This is an optimization exercise on Yosys and OpenROAD, whose aim is small area, a short achievable clock period and few clock cycles, not a production implementation. RTL that was checked went through simulation tests only; none was proved equivalent to the original. The RTL of runs 1 to 3 and 5 was laid out without a check of its function. No activity file was given, so power comes from the tool's default toggle rates.

## flow/design.v

```verilog
module qsc_decoder (
    input  wire        clk,
    input  wire        rst,
    input  wire        cmd_valid,
    output wire        cmd_ready,
    input  wire [5:0]  cmd_width_m1,
    input  wire [5:0]  cmd_lines_m1,
    input  wire        cmd_hist_reset,
    input  wire [14:0] cmd_nbytes,
    input  wire [7:0]  cmd_fill,
    input  wire        in_valid,
    output wire        in_ready,
    input  wire [7:0]  in_data,
    output wire        out_valid,
    input  wire        out_ready,
    output wire [7:0]  out_pix,
    output wire        done,
    output wire [2:0]  status
);
    localparam [2:0] ST_OK       = 3'd0;
    localparam [2:0] ST_SHORT    = 3'd1;
    localparam [2:0] ST_TRAILING = 3'd2;
    localparam [2:0] ST_SYNTAX   = 3'd7;
    localparam [2:0] S_IDLE = 3'd0;    
    localparam [2:0] S_DEC  = 3'd1;    
    localparam [2:0] S_ERR  = 3'd2;    
    localparam [2:0] S_TAIL = 3'd3;    
    localparam [2:0] S_FIN  = 3'd4;    
    integer i;
    reg [2:0]  state;
    reg        cmd_ready_r;
    reg        in_ready_r;
    reg        done_r;
    reg        done_pend;          
    reg [2:0]  stat;
    reg [5:0]  w_m1;
    reg [5:0]  l_m1;
    reg [7:0]  fill_val;
    reg [14:0] bytes_left;         
    reg [5:0]  j;
    reg [5:0]  ln;
    reg        zero_line;          
    reg [7:0]  a_r, b_r, c_r;
    reg [1:0]  qb_r;               
    reg [2:0]  kc [0:3];           
    reg [7:0]  r0;
    reg [7:0]  s32 [0:31];
    reg [7:0]  s16 [0:15];
    reg [7:0]  s8  [0:7];
    reg [7:0]  s4  [0:3];
    reg [7:0]  s2  [0:1];
    reg [7:0]  s1;
    reg [13:0] acc [0:15];         
    reg [5:0]  cnt_n [0:15];       
    reg [2:0]  kr [0:15];          
    reg [15:0] cv;                 
    reg [3:0]  lctx;               
    reg [13:0] l_a;
    reg [5:0]  l_n;
    reg        l_v;
    reg [4:0]  ri;
    reg        in_run;             
    reg        after_run;          
    reg        run_is_rem;         
    reg [5:0]  run_left;           
    reg [39:0] bb;                 
    reg [5:0]  nbits;              
    reg [7:0]  ibyte;
    reg        ibyte_v;
    reg        ov;
    reg        ofill;              
    function [1:0] qz;
        input [7:0] d;
        begin
            if (d == 8'd0)       qz = 2'd0;
            else if (d <= 8'd3)  qz = 2'd1;
            else if (d <= 8'd15) qz = 2'd2;
            else                 qz = 2'd3;
        end
    endfunction
    function [7:0] absdiff;
        input [7:0] x;
        input [7:0] y;
        begin
            absdiff = (x > y) ? (x - y) : (y - x);
        end
    endfunction
    function [7:0] med;
        input [7:0] a;
        input [7:0] b;
        input [7:0] c;
        reg ab, ca, cb, ac, bc;
        begin
            ab = (a > b);
            ca = (c >= a);
            cb = (c >= b);
            ac = (a >= c);
            bc = (b >= c);
            if (ca && cb)      med = ab ? b : a;       
            else if (ac && bc) med = ab ? a : b;       
            else               med = a + b - c;
        end
    endfunction
    function [3:0] jtab;
        input [4:0] r;
        begin
            case (r)
                5'd0,  5'd1,  5'd2,  5'd3:  jtab = 4'd0;
                5'd4,  5'd5,  5'd6,  5'd7:  jtab = 4'd1;
                5'd8,  5'd9,  5'd10, 5'd11: jtab = 4'd2;
                5'd12, 5'd13, 5'd14, 5'd15: jtab = 4'd3;
                5'd16, 5'd17:               jtab = 4'd4;
                5'd18, 5'd19:               jtab = 4'd5;
                5'd20, 5'd21:               jtab = 4'd6;
                5'd22, 5'd23:               jtab = 4'd7;
                5'd24:                      jtab = 4'd8;
                5'd25:                      jtab = 4'd9;
                5'd26:                      jtab = 4'd10;
                5'd27:                      jtab = 4'd11;
                5'd28:                      jtab = 4'd12;
                5'd29:                      jtab = 4'd13;
                5'd30:                      jtab = 4'd14;
                default:                    jtab = 4'd15;
            endcase
        end
    endfunction
    function ge14;
        input [13:0] x;
        input [13:0] y;
        reg [13:0] gg, pp, g2, p2;
        integer n, d;
        begin
            gg = x & ~y;
            pp = x | ~y;
            for (d = 1; d < 14; d = d * 2) begin
                g2 = gg;
                p2 = pp;
                for (n = d; n < 14; n = n + 1) begin
                    g2[n] = gg[n] | (pp[n] & gg[n - d]);
                    p2[n] = pp[n] & pp[n - d];
                end
                gg = g2;
                pp = p2;
            end
            ge14 = gg[13] | pp[13];
        end
    endfunction
    function [2:0] kfor;
        input [13:0] av;
        input [5:0]  nv;
        integer kk;
        reg [13:0] nk;
        begin
            kfor = 3'd7;
            for (kk = 6; kk >= 0; kk = kk - 1) begin
                nk = {8'd0, nv} << kk;
                if (ge14(nk, av)) kfor = kk[2:0];
            end
        end
    endfunction
    function [8:0] add8;
        input [7:0] x;
        input [7:0] y;
        input       ci;
        reg [7:0] g, p, gg, pp, g2, p2;
        reg [8:0] c;
        integer n, d;
        begin
            g = x & y;
            p = x ^ y;
            gg = g;
            pp = p;
            for (d = 1; d < 8; d = d * 2) begin
                g2 = gg;
                p2 = pp;
                for (n = d; n < 8; n = n + 1) begin
                    g2[n] = gg[n] | (pp[n] & gg[n - d]);
                    p2[n] = pp[n] & pp[n - d];
                end
                gg = g2;
                pp = p2;
            end
            c[0] = ci;
            for (n = 0; n < 8; n = n + 1) c[n + 1] = gg[n] | (pp[n] & ci);
            add8 = {c[8], p ^ c[7:0]};
        end
    endfunction
    function [7:0] addm;
        input [7:0] p;
        input [7:0] mv;
        reg [8:0] r;
        begin
            r = add8(p, {1'b0, mv[7:1]} ^ {8{mv[0]}}, 1'b0);
            addm = r[7:0];
        end
    endfunction
    wire       flat = (a_r == b_r) && (b_r == c_r);
    wire [8:0] dac  = {1'b0, a_r} - {1'b0, c_r};
    wire       le3  = dac[8] ? ((dac[8:2] == 7'h7f) && (dac[1:0] != 2'd0)) : (dac[8:2] == 7'd0);
    wire       le15 = dac[8] ? ((dac[8:4] == 5'h1f) && (dac[3:0] != 4'd0)) : (dac[8:4] == 5'd0);
    wire [1:0] qa   = (a_r == c_r) ? 2'd0 : le3 ? 2'd1 : le15 ? 2'd2 : 2'd3;
    wire [3:0] ctx  = {qb_r, qa};
    wire       hit  = l_v && (lctx == ctx);
    wire       cvx  = cv[ctx];
    wire [2:0] k_l  = kfor(l_a, l_n);
    reg  [2:0] kq [0:3];           
    always @(*) begin
        for (i = 0; i < 4; i = i + 1)
            kq[i] = (l_v && lctx == {qb_r, i[1:0]}) ? k_l : kc[i];
    end
    wire [2:0] k    = kq[qa];
    wire [13:0] a_cur = hit ? l_a : cvx ? acc[ctx] : 14'd4;
    wire [5:0]  n_cur = hit ? l_n : cvx ? cnt_n[ctx] : 6'd1;
    wire [7:0] pred = med(a_r, b_r, c_r);
    reg [4:0]  q;
    reg [39:0] v;
    always @(*) begin
        v = bb;
        q = 5'd0;
        if (v[39:24] == 16'd0) begin q[4] = 1'b1; v = {v[23:0], 16'd0}; end
        if (v[39:32] == 8'd0)  begin q[3] = 1'b1; v = {v[31:0], 8'd0};  end
        if (v[39:36] == 4'd0)  begin q[2] = 1'b1; v = {v[35:0], 4'd0};  end
        if (v[39:38] == 2'd0)  begin q[1] = 1'b1; v = {v[37:0], 2'd0};  end
        if (v[39] == 1'b0)     begin q[0] = 1'b1; v = {v[38:0], 1'd0};  end
    end
    wire        z24  = (bb[39:16] == 24'd0);   
    wire        esc  = (q == 5'd23);
    wire [7:0]  t    = v[38:31];               
    wire        sel_m1 = at_top && !rbit && (jr == 4'd0);
    wire [4:0]  qe     = sel_m1 ? q - 5'd1 : q;
    wire        comb   = sel_m1 && (bb[39:17] != 23'd0);       
    reg [7:0]  m_k   [0:7];
    reg [7:0]  ovf_k;
    reg [15:0] qt;
    integer kk;
    always @(*) begin
        qt = {3'd0, qe, t};
        for (kk = 0; kk < 8; kk = kk + 1) begin
            m_k[kk]   = qt[(8 - kk) +: 8];
            ovf_k[kk] = (qt >> (8 - kk)) > 16'd255;
        end
    end
    wire [7:0]  m     = esc ? t : m_k[k];
    wire        movf  = !esc && ovf_k[k];
    wire [7:0]  pix   = addm(pred, m);
    wire [5:0]  len_r = {1'b0, q} + 6'd1 + (esc ? 6'd8 : {3'd0, k});
    wire [5:0]  need_r = z24 ? 6'd24 : len_r;
    wire        more   = ibyte_v || (bytes_left != 15'd0);
    reg [22:0] okpos;              
    always @(*) begin
        for (i = 0; i < 23; i = i + 1) okpos[22 - i] = (nbits >= i + 8);
    end
    wire        r_ok   = (nbits >= 6'd32) || ((bb[39:17] & okpos) != 23'd0) ||
                         (z24 && nbits >= 6'd24) || !more;
    wire        r_short  = (nbits < need_r);
    wire        r_syntax = z24 || movf;
    wire [8:0]  a_lo  = add8(a_cur[7:0], m, 1'b0);
    wire [6:0]  a_hi1 = {1'b0, a_cur[13:8]} + 7'd1;
    wire [14:0] a_sum = {a_lo[8] ? a_hi1 : {1'b0, a_cur[13:8]}, a_lo[7:0]};
    wire        halve = (n_cur == 6'd63);
    wire [13:0] a_new = halve ? a_sum[14:1] : a_sum[13:0];
    wire [5:0]  n_new = halve ? 6'd32 : n_cur + 6'd1;
    wire [3:0]  jr     = jtab(ri);
    wire        rbit   = bb[39];
    wire [14:0] rem    = bb[38:24] >> (4'd15 - jr);
    wire [5:0]  need_run = rbit ? 6'd1 : 6'd1 + {2'd0, jr};
    wire        u_ok   = (nbits >= need_run) || !more;
    wire        u_short = (nbits < need_run);
    wire [6:0]  left   = {1'b0, w_m1} - {1'b0, j} + 7'd1;    
    wire        full   = (jr <= 4'd6) && ((7'd1 << jr) <= left);
    wire [6:0]  chunk_cnt = full ? (7'd1 << jr) : left;
    wire        u_syntax = !rbit && ({8'd0, rem} >= {8'd0, left});
    wire out_free = !ov || out_ready;
    wire in_fill = (run_left != 6'd0);
    wire at_top  = !in_fill && (in_run || (flat && !after_run));
    wire regular = !in_fill && !at_top;
    wire top_run = at_top && !comb;        
    wire dec_reg = regular || comb;        
    wire go    = (state == S_DEC) && out_free && !done_pend &&
                 (in_fill || (at_top ? (u_ok && (!comb || r_ok)) : r_ok));
    wire fail  = top_run ? (u_short || u_syntax) : dec_reg ? (r_short || r_syntax) : 1'b0;
    wire [2:0] fail_stat = (top_run ? u_short : r_short) ? ST_SHORT : ST_SYNTAX;
    wire no_pix = top_run && !rbit && (rem == 15'd0) && !u_short;
    wire emit  = go && !no_pix;
    wire [7:0] value = dec_reg ? pix : a_r;
    wire [5:0] len = in_fill ? 6'd0 : top_run ? need_run : len_r;
    wire last_j    = (j == w_m1);
    wire last_line = (ln == l_m1);
    wire [5:0] dsel = w_m1 - 6'd1;
    wire [7:0] in32 = r0;
    wire [7:0] in16 = dsel[5] ? s32[31] : in32;
    wire [7:0] in8  = dsel[4] ? s16[15] : in16;
    wire [7:0] in4  = dsel[3] ? s8[7]   : in8;
    wire [7:0] in2  = dsel[2] ? s4[3]   : in4;
    wire [7:0] in1  = dsel[1] ? s2[1]   : in2;
    wire [7:0] tap  = dsel[0] ? s1      : in1;
    wire       w1     = (w_m1 == 6'd0);
    wire [7:0] up     = (zero_line && !last_j) ? 8'd0 : tap;    
    wire [7:0] b_next = w1 ? value : up;
    wire [1:0] qb_n   = last_j ? 2'd0 : qz(absdiff(up, b_r));
    wire       acc_go = cmd_valid && cmd_ready_r;
    wire [1:0] qb_sel = acc_go ? 2'd0 : emit ? qb_n : qb_r;
    reg  [2:0] kc_n [0:3];
    always @(*) begin
        for (i = 0; i < 4; i = i + 1) begin
            if (acc_go && cmd_hist_reset)             kc_n[i] = 3'd2;
            else if (l_v && lctx == {qb_sel, i[1:0]}) kc_n[i] = k_l;
            else if (cv[{qb_sel, i[1:0]}])            kc_n[i] = kr[{qb_sel, i[1:0]}];
            else                                      kc_n[i] = 3'd2;
        end
    end
    wire fill_go = (state == S_ERR) && out_free;
    wire        merge  = ibyte_v && (nbits <= 6'd32);
    wire [39:0] bbm    = merge ? (bb | ({ibyte, 32'd0} >> nbits)) : bb;
    wire [5:0]  nbm    = merge ? nbits + 6'd8 : nbits;
    wire [5:0]  ulen   = go ? len : 6'd0;
    wire        in_hs  = in_valid && in_ready_r;
    wire        pix_out = emit || fill_go;
    assign cmd_ready = cmd_ready_r;
    assign in_ready  = in_ready_r;
    assign out_valid = ov;
    assign out_pix   = ofill ? fill_val : r0;
    assign done      = done_r;
    assign status    = stat;
    wire [14:0] bl_n = bytes_left - (in_hs ? 15'd1 : 15'd0);
    wire        ib_n = in_hs ? 1'b1 : (merge ? 1'b0 : ibyte_v);
    wire [5:0]  nb_n = nbm - ulen;
    always @(posedge clk) begin
        if (l_v) begin
            acc[lctx]   <= l_a;
            cnt_n[lctx] <= l_n;
            kr[lctx]    <= k_l;
        end
        for (i = 0; i < 4; i = i + 1) kc[i] <= kc_n[i];
        qb_r <= qb_sel;
        if (emit) begin
            r0 <= value;
            s32[0] <= in32;
            for (i = 1; i < 32; i = i + 1) s32[i] <= s32[i - 1];
            s16[0] <= in16;
            for (i = 1; i < 16; i = i + 1) s16[i] <= s16[i - 1];
            s8[0] <= in8;
            for (i = 1; i < 8; i = i + 1) s8[i] <= s8[i - 1];
            s4[0] <= in4;
            for (i = 1; i < 4; i = i + 1) s4[i] <= s4[i - 1];
            s2[0] <= in2;
            s2[1] <= s2[0];
            s1 <= in1;
        end
        if (pix_out) ofill <= fill_go || fail;
        if (in_hs)   ibyte <= in_data;
        if (rst) begin
            state       <= S_IDLE;
            cmd_ready_r <= 1'b1;
            in_ready_r  <= 1'b0;
            done_r      <= 1'b0;
            done_pend   <= 1'b0;
            stat        <= ST_OK;
            ov          <= 1'b0;
            ibyte_v     <= 1'b0;
            bytes_left  <= 15'd0;
        end else begin
            done_r <= 1'b0;
            if (pix_out)        ov <= 1'b1;
            else if (out_ready) ov <= 1'b0;
            bytes_left <= bl_n;
            if (l_v) cv[lctx] <= 1'b1;
            case (state)
                S_IDLE: begin
                    in_ready_r <= 1'b0;
                end
                S_DEC: begin
                    ibyte_v    <= ib_n;
                    bb         <= bbm << ulen;
                    nbits      <= nb_n;
                    in_ready_r <= (bl_n != 15'd0) && (!ib_n || nb_n <= 6'd32);
                    if (go) begin
                        if (in_fill) begin
                            run_left <= run_left - 6'd1;
                            if (run_left == 6'd1 && run_is_rem) after_run <= 1'b1;
                        end else if (top_run) begin
                            if (rbit) begin
                                in_run     <= 1'b1;
                                run_is_rem <= 1'b0;
                                run_left   <= chunk_cnt[5:0] - 6'd1;
                                if (full && ri != 5'd31) ri <= ri + 5'd1;
                            end else begin
                                in_run     <= 1'b0;
                                run_is_rem <= 1'b1;
                                if (ri != 5'd0) ri <= ri - 5'd1;
                                if (rem <= 15'd1) after_run <= 1'b1;
                                if (rem != 15'd0) run_left <= rem[5:0] - 6'd1;
                            end
                        end else begin
                            after_run <= 1'b0;
                            if (comb) begin
                                in_run <= 1'b0;
                                if (ri != 5'd0) ri <= ri - 5'd1;
                            end
                            lctx <= ctx;
                            l_a  <= a_new;
                            l_n  <= n_new;
                            l_v  <= 1'b1;
                        end
                        if (emit) begin
                            b_r <= w1 ? value : up;
                            a_r <= (last_j && !w1) ? up : value;
                            c_r <= !last_j ? b_r : w1 ? value : up;
                            if (last_j) begin
                                j         <= 6'd0;
                                ln        <= ln + 6'd1;
                                zero_line <= 1'b0;
                                in_run    <= 1'b0;
                                after_run <= 1'b0;
                                run_left  <= 6'd0;
                            end else begin
                                j   <= j + 6'd1;
                            end
                        end
                        if (fail) begin
                            stat <= fail_stat;
                            if (last_j && last_line) state <= S_FIN;
                            else                     state <= S_ERR;
                            in_ready_r <= (bl_n != 15'd0);
                        end else if (emit && last_j && last_line) begin
                            state       <= S_TAIL;
                            cmd_ready_r <= (bl_n == 15'd0);
                        end
                    end
                    if (done_pend && out_free) begin
                        done_r    <= 1'b1;
                        done_pend <= 1'b0;
                    end
                end
                S_ERR: begin
                    in_ready_r <= (bl_n != 15'd0);
                    if (fill_go) begin
                        if (last_j) begin
                            j  <= 6'd0;
                            ln <= ln + 6'd1;
                            if (last_line) state <= S_FIN;
                        end else begin
                            j <= j + 6'd1;
                        end
                    end
                end
                S_TAIL: begin
                    in_ready_r <= (bl_n != 15'd0);
                    stat <= (bytes_left != 15'd0 || ibyte_v || nbits >= 6'd8 || bb != 40'd0) ?
                            ST_TRAILING : ST_OK;
                    if (bl_n == 15'd0 && out_free) begin
                        done_r      <= 1'b1;
                        cmd_ready_r <= 1'b1;
                        state       <= S_IDLE;
                    end else begin
                        cmd_ready_r <= 1'b0;
                        state       <= S_FIN;
                    end
                end
                S_FIN: begin
                    in_ready_r <= (bl_n != 15'd0);
                    if (bl_n == 15'd0 && out_free) begin
                        done_r      <= 1'b1;
                        cmd_ready_r <= 1'b1;
                        state       <= S_IDLE;
                    end
                end
                default: state <= S_IDLE;
            endcase
            if (cmd_valid && cmd_ready_r) begin
                cmd_ready_r <= 1'b0;
                if (state == S_TAIL && !out_free) done_pend <= 1'b1;
                w_m1       <= cmd_width_m1;
                l_m1       <= cmd_lines_m1;
                fill_val   <= cmd_fill;
                bytes_left <= cmd_nbytes;
                in_ready_r <= (cmd_nbytes != 15'd0);
                ibyte_v    <= 1'b0;
                bb         <= 40'd0;
                nbits      <= 6'd0;
                j          <= 6'd0;
                ln         <= 6'd0;
                in_run     <= 1'b0;
                after_run  <= 1'b0;
                run_left   <= 6'd0;
                zero_line  <= cmd_hist_reset;
                if (cmd_hist_reset) begin
                    a_r <= 8'd0;
                    b_r <= 8'd0;
                    c_r <= 8'd0;
                    cv  <= 16'd0;
                    l_v <= 1'b0;
                    ri  <= 5'd0;
                end
                state <= S_DEC;
            end
        end
    end
endmodule
```

## flow/run.sh

```bash
#!/bin/bash
# synth_recipe.tcl (not shown) runs the flow's synth.tcl, then flattens the netlist and writes it again
# the make line also repeats each setting of config.mk as NAME=value (left out here)
make -C /OpenROAD-flow-scripts/flow DESIGN_CONFIG=/design/flow/config.mk WORK_HOME=/design/flow/orfs CLKGATE_MAP_FILE= SYNTH_SCRIPT=/design/flow/synth_recipe.tcl finish
```

## flow/config.mk

```make
export PLATFORM = sky130hd
export DESIGN_NAME = qsc_decoder
export DESIGN_NICKNAME = qsc_decoder
export VERILOG_FILES = /design/flow/design.v
export SDC_FILE = /design/flow/constraint.sdc
export NUM_CORES = 4
export LEC_CHECK = 0
export CAP_MARGIN = 20
export CORE_MARGIN = 2
export CORE_UTILIZATION = 40
export CTS_CLUSTER_DIAMETER = 80
export CTS_CLUSTER_SIZE = 24
export SETUP_SLACK_MARGIN = 5
export SLEW_MARGIN = 20
```

## flow/constraint.sdc

```tcl
create_clock -name core_clock -period 12.0 [get_ports {clk}]
set_input_delay 2.4000 -clock core_clock [delete_from_list [all_inputs] [get_ports {clk}]]
set_output_delay 2.4000 -clock core_clock [all_outputs]
set_load 0.01 [all_outputs]
```

==> results of run 1 <==
cells in the final DEF, fill, tap and decap left out, types with 12 or more instances in the layout:
cell             synthesis  layout
a211oi_1                87      77
a21o_1                  40      36
a21oi_1                240     229
a22o_1                  14      14
a22oi_1                 28      28
a311oi_1                14      14
a31oi_1                 40      40
and2_1                  23      22
and3_1                  22      20
buf_4                    2     133
clkbuf_16                0      75
clkdlybuf4s50_1          0      62
dfxtp_1                 45      44
edfxtp_1              1047    1047
ha_1                   134     124
inv_1                  170     166
mux2_2                  87      85
mux2i_1                166     159
nand2_1                262     252
nand2b_1                39      39
nand3_1                 57      53
nand4_1                 23      23
nor2_1                 412     392
nor2_2                   1      19
nor2b_1                 50      46
nor3_1                  76      68
nor4_1                  41      38
o211ai_1                24      24
o21a_1                  27      26
o21ai_0                153     146
o21bai_1                15      15
o221a_2                 12      12
o221ai_1                63      62
o22ai_1                 76      75
o31ai_1                 15      12
or2_2                   24      24
or3_1                   27      26
xnor2_1                 71      65
xor2_1                  38      34
power groups by stage:
stage               registers (uW)  clock network [uW]  logic [uW]
CTS                           4630                2590        2470
detailed placement            4710                   0        2320
finish                        4630                2510        2750
floorplan                     4640                   0        1720
global placement              4710                   0        2300
global route                  4660                2710        2990
cells by family (layout without fill, tap and decap cells):
kind of cell,count (synthesis),count (layout),synth area share
simple gates,1109,1110,0.1021
mux,260,260,0.05423
buf+inv,386,512,0.02928
fa+ha+maj,158,158,0.04028
xor+xnor,109,109,0.01857
flops,1092,1092,0.6291
compound gates,967,968,0.1265
what timing repair did:
action	CTS	global route
setup endpoints to repair	110	51
pin swaps	13	53
gates resized for setup	73	106
cloned	4	9
buffers inserted	29	57
layer usage:
| metal | vias up | GRT usage | part of all wire |
|---|---|---|---|
| li1 | 15680 | - | - |
| met1 | 16918 | 0.2843 | 0.46 |
| met2 | 1116 | 0.3047 | 0.45 |
| met3 | 218 | 0.02840 | 0.058 |
| met4 | 0 | 0.05752 | 0.029 |
| met5 | - | 0 | 0 |
worst paths after layout:
kind                            startpoint    endpoint  slack (ns)  cells after the start
worst max-delay path                a_r[0]     l_a[12]        5.09                     33
worst max register to register      a_r[0]     l_a[12]        5.09                     33
worst min-delay path            s32[11][2]  s32[12][2]        0.41                      0
worst min register to register  s32[11][2]  s32[12][2]        0.41                      0
registers in the layout (all words and copies together), names as in the netlist, 12 cells and up:
register    flops
s8             64
cnt_n          96
bb             40
s16           128
l_a            14
kc             12
s32           256
bytes_left     15
kr             48
s4             32
s2             16
acc           224
cv             16
final cells by class:
type	instances	area [um^2]	share of cell area
clock buffers	71	1692	0.02921
multi-input cells	2605	18390	0.3176
clock inverters	34	530.5	0.009162
repair inverters	2	17.52	0.0003025
repair buffers	226	2126	0.03671
well taps	1662	2079	0.03591
inverters	179	728.2	0.01258
flip-flops and latches	1092	32340	0.5586
synth_stat cells (all sizes together), types with 14 or more instances:
cell type / n / share of area
o22ai: 76 / 0.0092
and3: 22 / 0.0027
o31ai: 15 / 0.0022
o21ai: 157 / 0.015
ha: 134 / 0.033
o221ai: 64 / 0.011
or3: 27 / 0.0033
inv: 176 / 0.013
mux2i: 167 / 0.033
a31oi: 41 / 0.0051
o211ai: 24 / 0.0035
xnor2: 71 / 0.012
o21bai: 15 / 0.0022
a211oi: 88 / 0.013
mux2: 88 / 0.019
clkbuf: 144 / 0.011
a21o: 41 / 0.0061
nor2b: 50 / 0.0061
nand2b: 40 / 0.0050
or2: 25 / 0.0030
and2: 28 / 0.0034
nand3: 57 / 0.0055
a21oi: 241 / 0.024
a22oi: 28 / 0.0041
o21a: 27 / 0.0039
buf: 63 / 0.0057
nand2: 262 / 0.019
a22o: 14 / 0.0024
a311oi: 14 / 0.0024
nor3: 76 / 0.0074
nor4: 45 / 0.0065
edfxtp: 1047 / 0.61
nand4: 24 / 0.0030
dfxtp: 45 / 0.018
nor2: 413 / 0.030
xor2: 38 / 0.0065
fa: 15 / 0.0058
stage by stage:
step | hold WS [ns] | cell area, um^2 | total power [uW]
after floorplan | 0.4003 | 51480 | 6357
after global placement | 0.4004 | 53980 | 7013
after detailed placement | 0.4045 | 53980 | 7036
after CTS | 0.4054 | 56810 | 9691
after global routing | 0.4078 | 57900 | 10350
final | 0.4080 | 57900 | 9896
worst register-to-register path, delay by kind of cell, from the launching register on:
kind,cells,cell delay (ns)
buf+inv,7,0.83
fa+ha+maj,4,1.11
xor+xnor,1,0.09
mux,4,1.18
flops,1,0.41
simple gates,4,0.65
compound gates,13,2.41
==> results.cfg, run 1 <==
[drt]
ant_nets = 0
drc_errors = 0
routed_wl_um = 133500
first_pass_iters = 5
drt_iter0_drc = 3534
wl_per_cell_um = 22.73
via_per_inst = 5.780
vias = 33932

[worst_setup_path]
crit_fanout = 5
cp_slowest_cell = mux4_2
cp.required_ns = 12.46
crit_family = compound AO/OA/AOI/OAI gates
crit_arrival_ns = 7.37
worstSetupEndpointType = register
timing_worst_setup_path_type = register to register
cp.buffers_inverters = 7
slowest_delay_ns = 0.53
crit_top_cell = inv_1
worstSetupStartpointType = register

[timing]
finalSetupViolCount = 0
setup_slack_ns = 5.094
post-route-period-util = 0.5755
hold_viol = 0
tightest_slew_ns = 1.132
maxSlewHeadroom = 0.2444
rsz0062_at_grt = true
fmax_mhz = 144.8
finalMaxSlewViolations = 0
fin_skew_ns = 0.04839
finalSetupTns_ns = 0
finalCriticalPeriod_ns = 6.906

[cells_and_area]
nets = 4371
final_cells = 5871
syn2layout_area_growth_pct = 12.64
utilization = 0.4541
diodes = 0
layout-drive-gt1-share = 0.1373
n_fill_cell = 11453

[power]
p_clk_frac = 0.254
power_density_nw_per_um2 = 170.9
swShare = 0.3148
power.leakage_uw = 0.02035
worst_ir_drop_vdd_mv = 0.1173
power_frac_comb = 0.278
power_frac_seq = 0.468
p_int_uw = 6780
switching_power_uw = 3115

[floorplanning]
die_y_um = 362.5
dieWidth_um = 362.5
num_io_pins = 64
num_rows = 131
start_util = 0.4031
design.die.area_um2 = 131400
core_um2 = 127500

[place]
globalplace.congestion = 0.9045
place_inst = 5667
portBuffers = 63
dp_slack_ns = 3.615
place_hpwl_um = 82870

[synthesis]
synthCells = 4081
yosysUniqueCellTypes = 105
syn_nets = 4279
ys_seq_area_frac = 0.6291
ys_ff_latch = 1092
ys_warn_count = 10
ys.flop_type = edfxtp_1
synth_edf_count = 1047
synthesis.area_um2 = 51410
synth-async-reset-ratio = 0
syn_area_per_cell_um2 = 12.60

[global_route]
grt_antenna_before_repair = 0
grt_usage = 0.1958
grt_pass1_wl_um = 198200
overflow = 0
grt_pass1_vias = 31935
grt_max_degree = 177

[clock_tree]
hold_buffers = 0
cts_made_buffers = 67
clk_path_buf_depth = 3
clock_latency_ns = 0.70
tritoncts = done
cts_root_buf = clkbuf_16
cts.htree.levels = 3
clkTransAtPathRegs_ns = 0.09
clock-sinks = 1092

[run]
maxCapViolCount = 0

[status]
run_status = no timing/DRC/antenna violations

[min_path]
holdCritPathClass = register to register
==> run 2: changes to the inputs <==
--- a/flow/design.v
+++ b/flow/design.v
@@ -66,6 +66,4 @@
     reg [39:0] bb;                 
     reg [5:0]  nbits;              
-    reg [7:0]  ibyte;
-    reg        ibyte_v;
     reg        ov;
     reg        ofill;              
@@ -246,5 +244,5 @@
     wire [5:0]  len_r = {1'b0, q} + 6'd1 + (esc ? 6'd8 : {3'd0, k});
     wire [5:0]  need_r = z24 ? 6'd24 : len_r;
-    wire        more   = ibyte_v || (bytes_left != 15'd0);
+    wire        more   = (bytes_left != 15'd0);
     reg [22:0] okpos;              
     always @(*) begin
@@ -311,9 +309,9 @@
     end
     wire fill_go = (state == S_ERR) && out_free;
-    wire        merge  = ibyte_v && (nbits <= 6'd32);
-    wire [39:0] bbm    = merge ? (bb | ({ibyte, 32'd0} >> nbits)) : bb;
+    wire        in_hs  = in_valid && in_ready_r;
+    wire        merge  = in_hs && (state == S_DEC);
+    wire [39:0] bbm    = merge ? (bb | ({in_data, 32'd0} >> nbits)) : bb;
     wire [5:0]  nbm    = merge ? nbits + 6'd8 : nbits;
     wire [5:0]  ulen   = go ? len : 6'd0;
-    wire        in_hs  = in_valid && in_ready_r;
     wire        pix_out = emit || fill_go;
     assign cmd_ready = cmd_ready_r;
@@ -324,5 +322,4 @@
     assign status    = stat;
     wire [14:0] bl_n = bytes_left - (in_hs ? 15'd1 : 15'd0);
-    wire        ib_n = in_hs ? 1'b1 : (merge ? 1'b0 : ibyte_v);
     wire [5:0]  nb_n = nbm - ulen;
     always @(posedge clk) begin
@@ -349,5 +346,4 @@
         end
         if (pix_out) ofill <= fill_go || fail;
-        if (in_hs)   ibyte <= in_data;
         if (rst) begin
             state       <= S_IDLE;
@@ -358,5 +354,4 @@
             stat        <= ST_OK;
             ov          <= 1'b0;
-            ibyte_v     <= 1'b0;
             bytes_left  <= 15'd0;
         end else begin
@@ -371,8 +366,7 @@
                 end
                 S_DEC: begin
-                    ibyte_v    <= ib_n;
                     bb         <= bbm << ulen;
                     nbits      <= nb_n;
-                    in_ready_r <= (bl_n != 15'd0) && (!ib_n || nb_n <= 6'd32);
+                    in_ready_r <= (bl_n != 15'd0) && (nb_n <= 6'd32);
                     if (go) begin
                         if (in_fill) begin
@@ -447,5 +441,5 @@
                 S_TAIL: begin
                     in_ready_r <= (bl_n != 15'd0);
-                    stat <= (bytes_left != 15'd0 || ibyte_v || nbits >= 6'd8 || bb != 40'd0) ?
+                    stat <= (bytes_left != 15'd0 || nbits >= 6'd8 || bb != 40'd0) ?
                             ST_TRAILING : ST_OK;
                     if (bl_n == 15'd0 && out_free) begin
@@ -476,5 +470,4 @@
                 bytes_left <= cmd_nbytes;
                 in_ready_r <= (cmd_nbytes != 15'd0);
-                ibyte_v    <= 1'b0;
                 bb         <= 40'd0;
                 nbits      <= 6'd0;
==> run 2 against run 1 <==
  * Worst setup slack improved by 0.10 ns
  * Still clean
  * Fmax rose by 1.5%
  * Largest power group unchanged
  * Global-route usage rose by 0.65 points
  * Highest routed layer unchanged
  * Sequential share of layout area fell by 0.61 points
  * Sequential power barely moved
  * Register-to-register slack improved by 0.10 ns
  * Clock-buffer cell count rose by 1
  * Clock skew rose by 0.011 ns
==> results.cfg, run 2 <==
[status]
run_status = no timing/DRC/antenna violations

[power]
worst_ir_drop_vdd_mv = 0.1439
power.leakage_uw = 0.01999
p_clk_frac = 0.248
switching_power_uw = 3127
power_frac_comb = 0.284
power_density_nw_per_um2 = 169.6
swShare = 0.3175
power_frac_seq = 0.468
p_int_uw = 6722
total_power_uw = 9849

[synthesis]
ys_ff_latch = 1083
syn_area_per_cell_um2 = 12.79
netlist_top_cells_count = edfxtp_1 (1,039), nor2_1 (330), nand2_1 (258)
syn_nets = 4219
ys.flop_type = edfxtp_1
synthCells = 4021
yosys.area.top_type_share = 0.6069
synth_top_area_cell = edfxtp_1
ys_seq_area_frac = 0.6240
yosysUniqueCellTypes = 96
synth_edf_count = 1039
synthesis.area_um2 = 51410
synth_most_common_cell = edfxtp_1
synth-async-reset-ratio = 0
ys_warn_count = 10
synth_area_leaders = edfxtp_1 (61%), mux2i_1 (3.5%), ha_1 (3.3%), nor2_1 (2.4%), a21oi_1 (2.4%)

[worst_setup_path]
timing_worst_setup_path_type = register to register
slowest_delay_ns = 0.52
crit_arrival_ns = 7.28
crit_fanout = 7
cp.required_ns = 12.47
worstSetupEndpointType = register
timing.rr.start = a_r[0]
r2r_slack_ns = 5.20
reg2reg_to = c_r[7]
worstRegToRegCells = 28
cp_slowest_cell = fa_2
worstSetupStartpointType = register
crit_top_cell = a21oi_2

[timing]
post-route-period-util = 0.5670
fmax_mhz = 147.0
hold_viol = 0
maxSlewHeadroom = 0.2498
finalCriticalPeriod_ns = 6.804
finalMaxSlewViolations = 0
setup_slack_ns = 5.196
tightest_slew_ns = 1.125
fin_skew_ns = 0.05969
finalSetupViolCount = 0
finalSetupTns_ns = 0
rsz0062_at_grt = true

[floorplanning]
dieWidth_um = 362.5
start_util = 0.4032
core_um2 = 127500
design.die.area_um2 = 131400
num_rows = 131
die_y_um = 362.5
num_io_pins = 64

[min_path]
min_to = s4[3][6]
holdCritPathClass = register to register
holdCritStartpoint = s4[2][6]
hold_depth = 0

[drt]
wl_per_cell_um = 23.78
first_pass_iters = 5
drc_errors = 0
drt_iter0_drc = 3857
routed_wl_um = 138900
via_per_inst = 5.951
vias = 34760
ant_nets = 0

[place]
place_hpwl_um = 85900
globalplace.congestion = 0.9182
dp_slack_ns = 3.283
portBuffers = 63
place_inst = 5606

[clock_tree]
clkTransAtPathRegs_ns = 0.09
tritoncts = done
clock_latency_ns = 0.71
hold_buffers = 0
cts.htree.levels = 3
cts_root_buf = clkbuf_16
clock-sinks = 1083
cts_made_buffers = 66
clk_path_buf_depth = 3

[cells_and_area]
syn2layout_area_growth_pct = 12.95
final_cells = 5841
nets = 4340
n_fill_cell = 11492
regMostFlops = s32
mostFrequentLayoutCells = edfxtp_1 (1,039), nor2_1 (312), nand2_1 (252)
layout-drive-gt1-share = 0.1523
utilization = 0.4554
largest_register_ffs = 256
multi_input_area_um2 = 18860
final_common_cell = edfxtp_1
seq_area_um2 = 32080
layout_top_registers = s32: 256 flops, acc: 224 flops, s16: 128 flops

[global_route]
grt_pass1_vias = 32881
grt_antenna_before_repair = 1
grt_pass1_wl_um = 205000
grt_usage = 0.2023
overflow = 0
grt_max_degree = 190

[run]
maxCapViolCount = 0
==> run 2: changes by cell type in the layout (fill, tap and decap cells not counted), sizes merged, moves of 14 or more <==
cell,previous run,this run
nor2,413,333
buf,151,192
o221a,12,37
nor2b,50,29
a22oi,28,10
and3,22,40
inv,193,175
mux2i,167,182
mux4,5,19
==> run 2: stage by stage <==
stage	instance area, um^2	hold WS, ns
after floorplan	51450	0.4003
after global placement	53980	0.4008
after detailed placement	53980	0.4045
after CTS	56870	0.4034
after global routing	58060	0.4067
final	58070	0.4057
==> run 2: layout make-up <==
type / instances / share of cell area
timing repair inverter: 2 / 0.0001724
multi-input combinational: 2561 / 0.3247
tap: 1662 / 0.03581
antenna: 2 / 0.00008619
inverter: 171 / 0.01146
clock inverter: 31 / 0.007649
sequential: 1083 / 0.5525
clock buffer: 72 / 0.02920
timing repair buffer: 257 / 0.03842
==> run 2: how the worst max path moves through the flow <==
stage                 start    endpoint  slack [ns]  cells after the start
finish               a_r[0]      c_r[7]        5.20                     28
global route        w_m1[2]    kc[1][1]        4.95                     30
CTS                  bb[33]  in_ready_r        5.00                     26
detailed placement   a_r[1]  in_ready_r        3.28                     28
global placement    w_m1[0]    kc[3][1]        3.39                     28
floorplan            a_r[0]  in_ready_r        5.02                     35
==> run 2: layer usage <==
layer	vias up	routed length [um]	track usage	share of wire
met5	-	0	0	0
met4	0	4257	0.06257	0.031
met3	234	9402	0.02894	0.068
met2	1318	62260	0.3108	0.45
met1	17429	62950	0.2960	0.45
li1	15779	-	-	-
==> run 2: timing repair <==
item | in CTS | in global routing
pin swaps | 18 | 47
setup endpoints to repair | 110 | 86
endpoints found under the hold margin | 0 | 0
resized for setup | 79 | 125
gates cloned | 4 | 6
buffers inserted | 49 | 70
==> run 2: critical path: cells and delay by family, from the launching register on <==
kind / cells / cell delay (ns)
AO/OA/AOI/OAI: 12 / 2.26
XOR/XNOR: 2 / 0.37
adder cells (fa/ha/maj): 3 / 1.06
buffers and inverters: 3 / 0.32
flip-flops: 1 / 0.42
multiplexers: 1 / 0.33
AND/OR/NAND/NOR: 7 / 1.81
==> run 2: power by group through the flow <==
| stage | clock network [uW] | registers, uW | logic (uW) |
|---|---|---|---|
| after detailed placement | 0 | 4690 | 2380 |
| final | 2450 | 4610 | 2800 |
| after CTS | 2510 | 4610 | 2520 |
| after global routing | 2630 | 4630 | 3050 |
| after floorplan | 0 | 4610 | 1770 |
| after global placement | 0 | 4690 | 2360 |
==> run 2: cells by family (layout without fill, tap and decap cells) <==
family,after synthesis,count (layout),synth area share
flops,1083,1083,0.6240
buf+inv,383,533,0.02928
mux,282,282,0.06150
compound gates,989,991,0.1323
fa+ha+maj,156,156,0.03982
xor+xnor,105,105,0.01789
other cells,0,2,0
simple gates,1023,1027,0.09516
==> run 3: changes to the inputs <==
--- a/flow/design.v
+++ b/flow/design.v
@@ -123,36 +123,12 @@
         end
     endfunction
-    function ge14;
-        input [13:0] x;
-        input [13:0] y;
-        reg [13:0] gg, pp, g2, p2;
-        integer n, d;
-        begin
-            gg = x & ~y;
-            pp = x | ~y;
-            for (d = 1; d < 14; d = d * 2) begin
-                g2 = gg;
-                p2 = pp;
-                for (n = d; n < 14; n = n + 1) begin
-                    g2[n] = gg[n] | (pp[n] & gg[n - d]);
-                    p2[n] = pp[n] & pp[n - d];
-                end
-                gg = g2;
-                pp = p2;
-            end
-            ge14 = gg[13] | pp[13];
-        end
-    endfunction
     function [2:0] kfor;
         input [13:0] av;
         input [5:0]  nv;
         integer kk;
-        reg [13:0] nk;
         begin
             kfor = 3'd7;
-            for (kk = 6; kk >= 0; kk = kk - 1) begin
-                nk = {8'd0, nv} << kk;
-                if (ge14(nk, av)) kfor = kk[2:0];
-            end
+            for (kk = 6; kk >= 0; kk = kk - 1)
+                if (({8'd0, nv} << kk) >= av) kfor = kk[2:0];
         end
     endfunction
==> run 3 against run 2 <==
  * Clock power is 6% lower
  * First-iteration DRC count is 0.44% lower
  * Final cell count is 3.2% higher
  * Worst setup slack worse by 0.22 ns
  * Critical path depth is 5 higher
  * Area after synthesis is 1.3% higher
  * Synthesized cell count is 2.3% higher
  * Fmax is 3.2% lower
  * Sequential cell count stayed put
  * Total power is 0.38% higher
==> results.cfg, run 3 <==
[synthesis]
synth_top_area_cell = edfxtp_1
synth_area_leaders = edfxtp_1 (60%), ha_1 (4.2%), mux2i_1 (3.0%), nor2_1 (2.8%), a21oi_1 (2.6%)
syn_nets = 4352
yosys.area.top_type_share = 0.5989
ys_ff_latch = 1083
netlist_top_cells_count = edfxtp_1 (1,039), nor2_1 (385), a21oi_1 (274)
synth_edf_count = 1039
yosysUniqueCellTypes = 125
syn_area_per_cell_um2 = 12.67
ys_seq_area_frac = 0.6158
synth_most_common_cell = edfxtp_1
synth-async-reset-ratio = 0
ys_warn_count = 10
synthCells = 4112
ys.flop_type = edfxtp_1
synthesis.area_um2 = 52090

[cells_and_area]
final_common_cell = edfxtp_1
largest_register_ffs = 256
mostFrequentLayoutCells = edfxtp_1 (1,039), nor2_1 (378), a21oi_1 (251)
nets = 4488
regMostFlops = s32
syn2layout_area_growth_pct = 12.72
layout-drive-gt1-share = 0.1415
layout_top_registers = s32: 256 flops, acc: 224 flops, s16: 128 flops
final_cells = 6025

[global_route]
overflow = 0
grt_antenna_before_repair = 1
grt_max_degree = 179
grt_pass1_vias = 32660
grt_usage = 0.1978
grt_pass1_wl_um = 203700

[floorplanning]
start_util = 0.4028
die_y_um = 364.9
num_rows = 132
num_io_pins = 64
design.die.area_um2 = 133100
core_um2 = 129300
dieWidth_um = 364.9

[clock_tree]
tritoncts = done
cts_root_buf = clkbuf_16
clk_path_buf_depth = 3
clock_latency_ns = 0.72
clock-sinks = 1083
cts.htree.levels = 2
cts_made_buffers = 60
hold_buffers = 0
clkTransAtPathRegs_ns = 0.10

[worst_setup_path]
slowest_delay_ns = 0.57
cp.required_ns = 12.55
worstSetupStartpointType = register
timing_worst_setup_path_type = register to register
crit_top_cell = inv_2
crit_fanout = 6
worstSetupEndpointType = register
crit_arrival_ns = 7.57
cp_slowest_cell = or4b_4

[status]
run_status = no timing/DRC/antenna violations

[timing]
tightest_slew_ns = 1.027
finalCriticalPeriod_ns = 7.026
fin_skew_ns = 0.05901
finalSetupViolCount = 0
hold_viol = 0
post-route-period-util = 0.5855
finalSetupTns_ns = 0
maxSlewHeadroom = 0.3130
fmax_mhz = 142.3
finalMaxSlewViolations = 0
rsz0062_at_grt = true

[power]
power.leakage_uw = 0.02061
p_clk_frac = 0.233
power_frac_comb = 0.310
power_frac_seq = 0.457
power_density_nw_per_um2 = 168.4
p_int_uw = 6692
worst_ir_drop_vdd_mv = 0.1710
swShare = 0.3231
switching_power_uw = 3194

[drt]
vias = 34997
wl_per_cell_um = 22.67
via_per_inst = 5.809
first_pass_iters = 9
routed_wl_um = 136600
drt_iter0_drc = 3840
ant_nets = 0
drc_errors = 0

[place]
place_hpwl_um = 85520
portBuffers = 63
globalplace.congestion = 0.9305
place_inst = 5766

[run]
maxCapViolCount = 0

[min_path]
holdCritPathClass = register to register
[run 3: path summary, 6_finish.rpt]
| path | startpoint | end | slack (ns) | cells after the start |
|---|---|---|---|---|
| hold / removal | s32[9][2] | s32[10][2] | 0.39 | 0 |
| setup / recovery | a_r[0] | in_ready_r | 4.97 | 33 |
| setup reg to reg | a_r[0] | in_ready_r | 4.97 | 33 |
| hold reg to reg | s32[9][2] | s32[10][2] | 0.39 | 0 |
[run 3: power groups by stage]
stage	Clock (uW)	Sequential, uW	Combinational, uW
5_1_grt	2480	4540	3330
3_3_place_gp	0	4610	2630
6_report	2300	4520	3060
4_1_cts	2370	4520	2810
2_1_floorplan	0	4540	1970
3_5_place_dp	0	4610	2650
[run 3: critical path, delay by kind of cell, from the launching register on]
family | cells | cell delay, ns
multiplexers | 1 | 0.29
AND/OR/NAND/NOR | 2 | 0.69
adder cells (fa/ha/maj) | 5 | 1.39
XOR/XNOR | 2 | 0.25
flip-flops | 1 | 0.41
buffers and inverters | 8 | 0.74
AO/OA/AOI/OAI | 15 | 3.12
[run 3: area by class of cell]
cell class	instances	area [um^2]
Multi-Input combinational cell	2641	19200
Clock inverter	20	357.8
Tap cell	1742	2180
Sequential cell	1083	32080
Antenna cell	1	2.502
Timing Repair inverter	1	16.27
Timing Repair Buffer	292	2580
Inverter	169	706.9
Fill cell	11649	70600
Clock buffer	76	1593
[run 3: repair_timing]
item | in CTS | in global routing
endpoints found under the hold margin | 0 | 0
resized for setup | 90 | 91
endpoints found under the setup margin | 103 | 59
pin swaps | 20 | 34
gates cloned | 8 | 3
setup buffers | 70 | 81
[run 3: per-stage QoR]
step,power [uW],cell area [um^2],worst slack (ns),hold WS [ns],util
3_5_place_dp,7256,54670,3.361,0.4045,0.4228
6_report,9886,58720,4.974,0.3851,0.4541
2_1_floorplan,6508,52230,4.876,0.4003,-
3_3_place_gp,7234,54670,3.448,0.4004,0.4228
5_1_grt,10350,58720,4.777,0.3996,0.4540
4_1_cts,9706,57650,4.911,0.3997,0.4458
[run 3: cell families after synthesis]
logic type / Yosys count / synth area share
AO/OA/AOI/OAI: 1019 / 0.1362
flip-flops: 1083 / 0.6158
XOR/XNOR: 105 / 0.01780
multiplexers: 242 / 0.05250
buffers and inverters: 391 / 0.03103
AND/OR/NAND/NOR: 1081 / 0.09860
adder cells (fa/ha/maj): 191 / 0.04804
[run 3: metal layers]
metal	wire length (um)	GRT usage	vias to the layer above
met4	3940	0.05850	0
met3	8953	0.02191	222
met2	60710	0.3013	1330
met1	62970	0.2963	17462
li1	-	-	15983
met5	0	0	-
==> run 4: changes to the inputs <==
--- a/flow/design.v
+++ b/flow/design.v
@@ -66,4 +66,6 @@
     reg [39:0] bb;                 
     reg [5:0]  nbits;              
+    reg [7:0]  ibyte;
+    reg        ibyte_v;
     reg        ov;
     reg        ofill;              
@@ -220,5 +222,5 @@
     wire [5:0]  len_r = {1'b0, q} + 6'd1 + (esc ? 6'd8 : {3'd0, k});
     wire [5:0]  need_r = z24 ? 6'd24 : len_r;
-    wire        more   = (bytes_left != 15'd0);
+    wire        more   = ibyte_v || (bytes_left != 15'd0);
     reg [22:0] okpos;              
     always @(*) begin
@@ -285,9 +287,9 @@
     end
     wire fill_go = (state == S_ERR) && out_free;
-    wire        in_hs  = in_valid && in_ready_r;
-    wire        merge  = in_hs && (state == S_DEC);
-    wire [39:0] bbm    = merge ? (bb | ({in_data, 32'd0} >> nbits)) : bb;
+    wire        merge  = ibyte_v && (nbits <= 6'd32);
+    wire [39:0] bbm    = merge ? (bb | ({ibyte, 32'd0} >> nbits)) : bb;
     wire [5:0]  nbm    = merge ? nbits + 6'd8 : nbits;
     wire [5:0]  ulen   = go ? len : 6'd0;
+    wire        in_hs  = in_valid && in_ready_r;
     wire        pix_out = emit || fill_go;
     assign cmd_ready = cmd_ready_r;
@@ -298,4 +300,5 @@
     assign status    = stat;
     wire [14:0] bl_n = bytes_left - (in_hs ? 15'd1 : 15'd0);
+    wire        ib_n = in_hs ? 1'b1 : (merge ? 1'b0 : ibyte_v);
     wire [5:0]  nb_n = nbm - ulen;
     always @(posedge clk) begin
@@ -322,4 +325,5 @@
         end
         if (pix_out) ofill <= fill_go || fail;
+        if (in_hs)   ibyte <= in_data;
         if (rst) begin
             state       <= S_IDLE;
@@ -330,4 +334,5 @@
             stat        <= ST_OK;
             ov          <= 1'b0;
+            ibyte_v     <= 1'b0;
             bytes_left  <= 15'd0;
         end else begin
@@ -342,7 +347,8 @@
                 end
                 S_DEC: begin
+                    ibyte_v    <= ib_n;
                     bb         <= bbm << ulen;
                     nbits      <= nb_n;
-                    in_ready_r <= (bl_n != 15'd0) && (nb_n <= 6'd32);
+                    in_ready_r <= (bl_n != 15'd0) && (!ib_n || nb_n <= 6'd32);
                     if (go) begin
                         if (in_fill) begin
@@ -417,5 +423,5 @@
                 S_TAIL: begin
                     in_ready_r <= (bl_n != 15'd0);
-                    stat <= (bytes_left != 15'd0 || nbits >= 6'd8 || bb != 40'd0) ?
+                    stat <= (bytes_left != 15'd0 || ibyte_v || nbits >= 6'd8 || bb != 40'd0) ?
                             ST_TRAILING : ST_OK;
                     if (bl_n == 15'd0 && out_free) begin
@@ -446,4 +452,5 @@
                 bytes_left <= cmd_nbytes;
                 in_ready_r <= (cmd_nbytes != 15'd0);
+                ibyte_v    <= 1'b0;
                 bb         <= 40'd0;
                 nbits      <= 6'd0;
--- a/flow/config.mk
+++ b/flow/config.mk
@@ -9,6 +9,7 @@
 export CORE_MARGIN = 2
 export CORE_UTILIZATION = 40
-export CTS_CLUSTER_DIAMETER = 80
-export CTS_CLUSTER_SIZE = 24
+export CTS_BUF_LIST = sky130_fd_sc_hd__clkbuf_8 sky130_fd_sc_hd__clkbuf_16
+export CTS_CLUSTER_DIAMETER = 60
+export CTS_CLUSTER_SIZE = 30
 export SETUP_SLACK_MARGIN = 5
 export SLEW_MARGIN = 20
==> run 4 against run 3 <==
  * Fmax up 3.7%
  * Global-route usage up 0.37 points
  * Synthesized cell count down 0.51%
  * Worst hold slack better by 0.0066 ns
  * Combinational power down 21%
  * Total power up 2.6%
  * Clock skew down 0.0080 ns
  * Clock-buffer cell count up 15
  * Die area down 0.61%
  * Routed wire length up 1.1%
  * Sequential power about the same
  * Largest power group unchanged
==> results.cfg, run 4 <==
[drt]
vias = 34716
routed_wl_um = 138100
via_per_inst = 5.726
drt_iter0_drc = 3964
drc_errors = 0
wl_per_cell_um = 22.77
ant_nets = 0
first_pass_iters = 7

[timing]
rsz0062_at_grt = true
finalSetupTns_ns = 0
finalSetupViolCount = 0
finalCriticalPeriod_ns = 6.775
whs_ns = 0.3917
fin_skew_ns = 0.05102
fmax_mhz = 147.6
maxSlewHeadroom = 0.2428
post-route-period-util = 0.5646
tightest_slew_ns = 1.124
finalMaxSlewViolations = 0
hold_viol = 0
setup_slack_ns = 5.225

[worst_setup_path]
worstSetupStartpointType = register
cp.buffers_inverters = 5
crit_arrival_ns = 7.32
crit_fanout = 8
r2r_slack_ns = 5.22
cp-startpoint = l_n[0]
cp_slowest_cell = edfxtp_1
worstSetupEndpointType = register
crit_family = compound AO/OA/AOI/OAI gates
timing.rr.start = l_n[0]
cp.required_ns = 12.55
slowest_delay_ns = 0.49
timing_worst_setup_path_type = register to register

[floorplanning]
start_util = 0.4014
die_y_um = 363.8
design.die.area_um2 = 132300
num_io_pins = 64
num_rows = 132
dieWidth_um = 363.8
core_um2 = 129000

[clock_tree]
clkTransAtPathRegs_ns = 0.08
clock-sinks = 1092
clk_path_buf_depth = 3
clock_latency_ns = 0.73
cts_made_buffers = 89
cts_root_buf = clkbuf_16
tritoncts = done
cts.htree.levels = 3

[cells_and_area]
regMostFlops = s32
final_common_cell = edfxtp_1
syn2layout_area_growth_pct = 14.53
n_fill_cell = 11598
layout-drive-gt1-share = 0.1333
seq_area_um2 = 32340
final_cells = 6063
nets = 4483
layout_top_registers = s32: 256 flops, acc: 224 flops, s16: 128 flops
mostFrequentLayoutCells = edfxtp_1 (1,047), nand2_1 (345), nor2_1 (315)
multi_input_area_um2 = 18610
largest_register_ffs = 256

[global_route]
grt_pass1_wl_um = 204600
grt_usage = 0.2015
grt_antenna_before_repair = 1
overflow = 0
grt_max_degree = 93
grt_pass1_vias = 32747

[synthesis]
yosys.area.top_type_share = 0.6073
syn_area_per_cell_um2 = 12.66
synth_area_leaders = edfxtp_1 (61%), ha_1 (4.3%), mux2i_1 (3.8%), a21oi_1 (2.8%), nand2_1 (2.5%)
synth_top_area_cell = edfxtp_1
synth-async-reset-ratio = 0
syn_nets = 4331
synth_edf_count = 1047
yosysUniqueCellTypes = 103
ys.flop_type = edfxtp_1
synth_most_common_cell = edfxtp_1
ys_ff_latch = 1092
synthCells = 4091
ys_warn_count = 10
synthesis.area_um2 = 51770
netlist_top_cells_count = edfxtp_1 (1,047), nand2_1 (348), nor2_1 (323)
ys_seq_area_frac = 0.6247

[min_path]
holdCritStartpoint = s2[0][0]
holdCritPathClass = register to register

[status]
run_status = no timing/DRC/antenna violations

[place]
dp_slack_ns = 3.825
place_hpwl_um = 85160
portBuffers = 63
globalplace.congestion = 0.9611
place_inst = 5769

[run]
maxCapViolCount = 0

[power]
power_density_nw_per_um2 = 171.0
power.leakage_uw = 0.02132
worst_ir_drop_vdd_mv = 0.1096
-- run 4: kinds of logic (layout without fill, tap and decap cells) --
| logic type | Yosys count | after routing | synth area share |
|---|---|---|---|
| compound gates | 1008 | 1008 | 0.1266 |
| other cells | 0 | 1 | 0 |
| mux | 281 | 281 | 0.06102 |
| flops | 1092 | 1092 | 0.6247 |
| fa+ha+maj | 191 | 191 | 0.04833 |
| xor+xnor | 104 | 104 | 0.01774 |
| buf+inv | 363 | 591 | 0.02765 |
| simple gates | 1052 | 1053 | 0.09398 |
-- run 4: where the power goes --
group,total [uW],switching [uW],internal [uW]
Combinational,2410,1420,987
Clock,3210,1550,1670
Sequential,4520,125,4390
-- run 4: worst register-to-register path: cells and delay by family (launching register included) --
family	cells	cell delay [ns]
xor gates and xnor gates	2	0.50
AOI/OAI and AO/OA	16	3.19
buffers and inverters	5	0.82
and+or+nand+nor	4	0.70
muxes	1	0.32
adders and majority gates	2	0.56
DFF	1	0.49
-- run 4: stage by stage --
stage | power (uW) | util | area [um^2]
after floorplan | 6139 | - | 51780
after global placement | 6728 | 0.4215 | 54370
after detailed placement | 6754 | 0.4215 | 54370
after CTS | 10030 | 0.4521 | 58310
after global routing | 10580 | 0.4597 | 59290
final | 10140 | 0.4597 | 59300
-- run 4: cell type report --
cell class | instances | share of cell area
Clock inverter | 77 | 0.01684
Sequential cell | 1092 | 0.5454
Multi-Input combinational cell | 2637 | 0.3138
Antenna cell | 1 | 0.00004220
Clock buffer | 91 | 0.03840
Tap cell | 1742 | 0.03676
Timing Repair Buffer | 252 | 0.03758
Inverter | 171 | 0.01114
-- run 4: path summary, 6_finish.rpt --
path | cells past startpoint | to
max | 30 | c_r[7]
max reg2reg | 30 | c_r[7]
min reg2reg | 0 | s2[1][0]
min | 0 | s2[1][0]
-- run 4: timing repair --
| action | 4_1_cts | 5_1_grt |
|---|---|---|
| hold buffers | 0 | 0 |
| cloned | 2 | 4 |
| buffers inserted | 47 | 70 |
| pin swaps | 3 | 28 |
| endpoints found under the setup margin | 100 | 182 |
| gates resized for setup | 50 | 87 |
-- run 4: routing by layer --
metal / GRT usage / wire (um) / vias up
li1: - / - / 15906
met1: 0.2906 / 62290 / 17266
met2: 0.3159 / 63040 / 1260
met3: 0.02868 / 8701 / 284
met4: 0.05980 / 4024 / 0
met5: 0 / 0 / -
Testbench counts of run 4, summed over its fixed seeds: cycles 146,447.
==> run 5: changes to the inputs <==
--- a/flow/design.v
+++ b/flow/design.v
@@ -260,5 +260,7 @@
     wire emit  = go && !no_pix;
     wire [7:0] value = dec_reg ? pix : a_r;
-    wire [5:0] len = in_fill ? 6'd0 : top_run ? need_run : len_r;
+    wire pre   = in_fill && (run_left == 6'd1) && !run_is_rem && !last_j &&
+                 !rbit && (rem == 15'd0) && (jr != 4'd0) && (nbits >= need_run);
+    wire [5:0] len = in_fill ? (pre ? need_run : 6'd0) : top_run ? need_run : len_r;
     wire last_j    = (j == w_m1);
     wire last_line = (ln == l_m1);
@@ -355,4 +357,9 @@
                             run_left <= run_left - 6'd1;
                             if (run_left == 6'd1 && run_is_rem) after_run <= 1'b1;
+                            if (pre) begin
+                                in_run    <= 1'b0;
+                                after_run <= 1'b1;
+                                ri        <= ri - 5'd1;
+                            end
                         end else if (top_run) begin
                             if (rbit) begin
--- a/flow/config.mk
+++ b/flow/config.mk
@@ -9,7 +9,7 @@
 export CORE_MARGIN = 2
 export CORE_UTILIZATION = 40
-export CTS_BUF_LIST = sky130_fd_sc_hd__clkbuf_8 sky130_fd_sc_hd__clkbuf_16
-export CTS_CLUSTER_DIAMETER = 60
-export CTS_CLUSTER_SIZE = 30
+export CTS_BUF_LIST = sky130_fd_sc_hd__clkbuf_8
+export CTS_CLUSTER_DIAMETER = 50
+export CTS_CLUSTER_SIZE = 14
 export SETUP_SLACK_MARGIN = 5
 export SLEW_MARGIN = 20
==> run 5 against run 4 <==
  * Worst setup slack lost 0.39 ns
  * Global-route usage shrank 0.19 points
  * Worst hold slack lost 0.027 ns
  * Total power shrank 6.0%
  * Highest routed layer unchanged
  * Synthesized cell count grew 0.86%
  * Largest cell class unchanged
  * Sequential power is essentially flat
  * Fmax shrank 5.4%
  * Non-clock buffer count shrank 11
  * Critical endpoint unchanged
  * Combinational power grew 3%
  * Area after synthesis grew 0.25%
  * Die area grew 0.25%
  * First-iteration DRC count shrank 5.6%
==> results.cfg, run 5 <==
[synthesis]
synth_top_area_cell = edfxtp_1
ys.flop_type = edfxtp_1
yosys.area.top_type_share = 0.6057
synth_area_leaders = edfxtp_1 (61%), ha_1 (4.2%), a21oi_1 (2.7%), mux2i_1 (2.6%), nand2_1 (2.5%)
synthCells = 4126
ys_warn_count = 10
ys_seq_area_frac = 0.6231
yosysUniqueCellTypes = 105
syn_area_per_cell_um2 = 12.58
synth_most_common_cell = edfxtp_1
netlist_top_cells_count = edfxtp_1 (1,047), nand2_1 (343), nor2_1 (327)
synth-async-reset-ratio = 0
ys_ff_latch = 1092
syn_nets = 4366
synth_edf_count = 1047
synthesis.area_um2 = 51900

[power]
power_density_nw_per_um2 = 163.1
p_int_uw = 6584
power_frac_comb = 0.260
power_frac_seq = 0.474
swShare = 0.3094
power.leakage_uw = 0.02084
worst_ir_drop_vdd_mv = 0.08714
switching_power_uw = 2950
p_clk_frac = 0.266

[place]
portBuffers = 63
place_hpwl_um = 84400
place_inst = 5782
globalplace.congestion = 0.9235

[drt]
via_per_inst = 5.763
first_pass_iters = 6
drt_iter0_drc = 3742
vias = 35099
wl_per_cell_um = 22.11
drc_errors = 0
routed_wl_um = 134700
ant_nets = 0

[timing]
whs_ns = 0.3642
maxSlewHeadroom = 0.2672
finalCriticalPeriod_ns = 7.165
tightest_slew_ns = 1.091
fin_skew_ns = 0.09825
post-route-period-util = 0.5971
finalSetupTns_ns = 0
rsz0062_at_grt = true
hold_viol = 0
finalSetupViolCount = 0
finalMaxSlewViolations = 0
fmax_mhz = 139.6

[worst_setup_path]
timing_worst_setup_path_type = register to register
worstSetupEndpointType = register
crit_arrival_ns = 7.77
cp.buffers_inverters = 3
crit_top_cell = a21o_1
slowest_delay_ns = 0.55
cp_slowest_cell = a2111o_2
crit_family = compound AO/OA/AOI/OAI gates
worstSetupStartpointType = register
r2r_slack_ns = 4.84
crit_fanout = 6
cp.required_ns = 12.61

[cells_and_area]
mostFrequentLayoutCells = edfxtp_1 (1,047), nand2_1 (336), nor2_1 (300)
regMostFlops = s32
syn2layout_area_growth_pct = 12.61
final_cells = 6090
nets = 4511
layout_top_registers = s32: 256 flops, acc: 224 flops, s16: 128 flops
n_fill_cell = 11753
final_common_cell = edfxtp_1
layout-drive-gt1-share = 0.1420
largest_register_ffs = 256

[floorplanning]
core_um2 = 129200
num_io_pins = 64
start_util = 0.4019
die_y_um = 364.2
dieWidth_um = 364.2
num_rows = 132
design.die.area_um2 = 132700

[clock_tree]
clock_latency_ns = 0.87
clkTransAtPathRegs_ns = 0.08
tritoncts = done
clk_path_buf_depth = 3
hold_buffers = 0
cts_root_buf = clkbuf_8
cts_made_buffers = 112
cts.htree.levels = 3
clock-sinks = 1092

[global_route]
grt_antenna_before_repair = 3
grt_max_degree = 161
overflow = 0
grt_pass1_wl_um = 204600
met1_usage = 0.2913
met3_usage = 0.02446
top_usage_layer = met2
grt_pass1_vias = 33562
use_met2 = 0.3068
grt_usage = 0.1996

[run]
maxCapViolCount = 0

[min_path]
holdCritPathClass = register to register

[status]
run_status = no timing/DRC/antenna violations
[run 5: changes by cell type in the layout (fill, tap and decap cells not counted), sizes merged, moves of 13 or more]
cell | previous run | this run
a221oi | 14 | 27
nand3 | 71 | 55
clkbuf | 98 | 113
a2111oi | 4 | 17
nand2b | 21 | 39
a211oi | 81 | 66
mux2 | 64 | 77
o22ai | 91 | 127
mux2i | 196 | 136
[run 5: per-layer routing]
metal / vias to the layer above / share of wire
met2: 1280 / 0.45
met3: 254 / 0.060
met1: 17418 / 0.46
met5: - / 0
li1: 16147 / -
met4: 0 / 0.031
[run 5: cells by family after synthesis]
group / after synthesis / synth area share
compound gates: 1088 / 0.1403
fa+ha+maj: 192 / 0.04840
flops: 1092 / 0.6231
buf+inv: 382 / 0.02914
simple gates: 1042 / 0.09288
mux: 226 / 0.04865
xor+xnor: 104 / 0.01755
[run 5: metrics by stage]
stage	total power, uW	utilization	setup slack, ns	area, um^2
2_1_floorplan	6101	-	5.010	51940
3_3_place_gp	6701	0.4218	3.278	54480
3_5_place_dp	6723	0.4219	3.079	54480
4_1_cts	9500	0.4499	5.003	58100
5_1_grt	10000	0.4526	4.518	58450
6_report	9534	0.4526	4.835	58450
[run 5: worst register-to-register path: cells and delay by family, from the launching register on]
kind	cells	cell delay, ns
AOI/OAI and AO/OA	14	2.92
xor gates and xnor gates	1	0.19
adders and majority gates	3	0.74
buffers and inverters	3	0.32
DFF	1	0.43
muxes	1	0.07
and+or+nand+nor	11	2.25
[run 5: area by class of cell]
type	count	area, um^2	share of cell area
clock inverter	76	817.0	0.01398
clock buffer	113	1555	0.02661
antenna	2	5.005	0.00008562
tap	1742	2180	0.03729
timing repair buffer	241	2133	0.03650
inverter	168	648.1	0.01109
sequential	1092	32340	0.5533
multi-input combinational	2656	18770	0.3211
[run 5: power groups by stage]
| stage | Sequential, uW | Clock [uW] | Combinational, uW |
|---|---|---|---|
| floorplan | 4540 | 0 | 1560 |
| global placement | 4600 | 0 | 2100 |
| detailed placement | 4600 | 0 | 2120 |
| CTS | 4520 | 2610 | 2370 |
| global route | 4540 | 2750 | 2710 |
| finish | 4520 | 2530 | 2480 |
[run 5: path summary, 6_finish.rpt]
path                            cells after the start         to      start
worst min-delay path                                0  s32[2][1]  s32[1][1]
worst max register to register                     33     c_r[7]     c_r[0]
worst max-delay path                               33     c_r[7]     c_r[0]
worst min register to register                      0  s32[2][1]  s32[1][1]
[run 5: timing repair]
action	CTS	global route
setup endpoints to repair	207	63
cloned	8	0
pin swaps	24	41
resized for setup	100	55
setup buffers	93	16

## static timing again, ports no longer ideal
Ports are ideal in the flow. The routed layouts listed here were re-timed in OpenROAD.
Step 1, drivers: a clkbuf_16 drives clk and a buf_2 each remaining input, both assumed.
Step 2, shift: input delay + t, output delay - t, t = (earliest + latest rising clock arrival at the registers) / 2. This alone moves slack from input paths to output paths.
a / b / c = no drivers / after step 1 / after step 2; a / b = the first two.
run	t (ns)	slack for setup (ns)	worst setup path at the end	clock arrival spread, ns	slew at the worst register clock pin (ns)
run 1	0.758	5.094 / 5.094 / 4.868	input to register	0.054 / 0.053	0.10 / 0.10
run 2	0.754	5.196 / 5.196 / 4.709	input to register	0.059 / 0.059	0.10 / 0.10
run 3	0.764	4.974 / 4.974 / 4.848	input to register	0.067 / 0.067	0.10 / 0.10
run 4	0.787	5.225 / 5.225 / 5.225	register to register	0.052 / 0.052	0.10 / 0.10
run 5	0.897	4.835 / 4.835 / 4.593	input to register	0.104 / 0.103	0.10 / 0.10
After both steps every run listed still meets setup and hold. The setup slack of run 2, which loses most, moves by 0.000 ns with the drivers and by -0.487 ns with both steps.
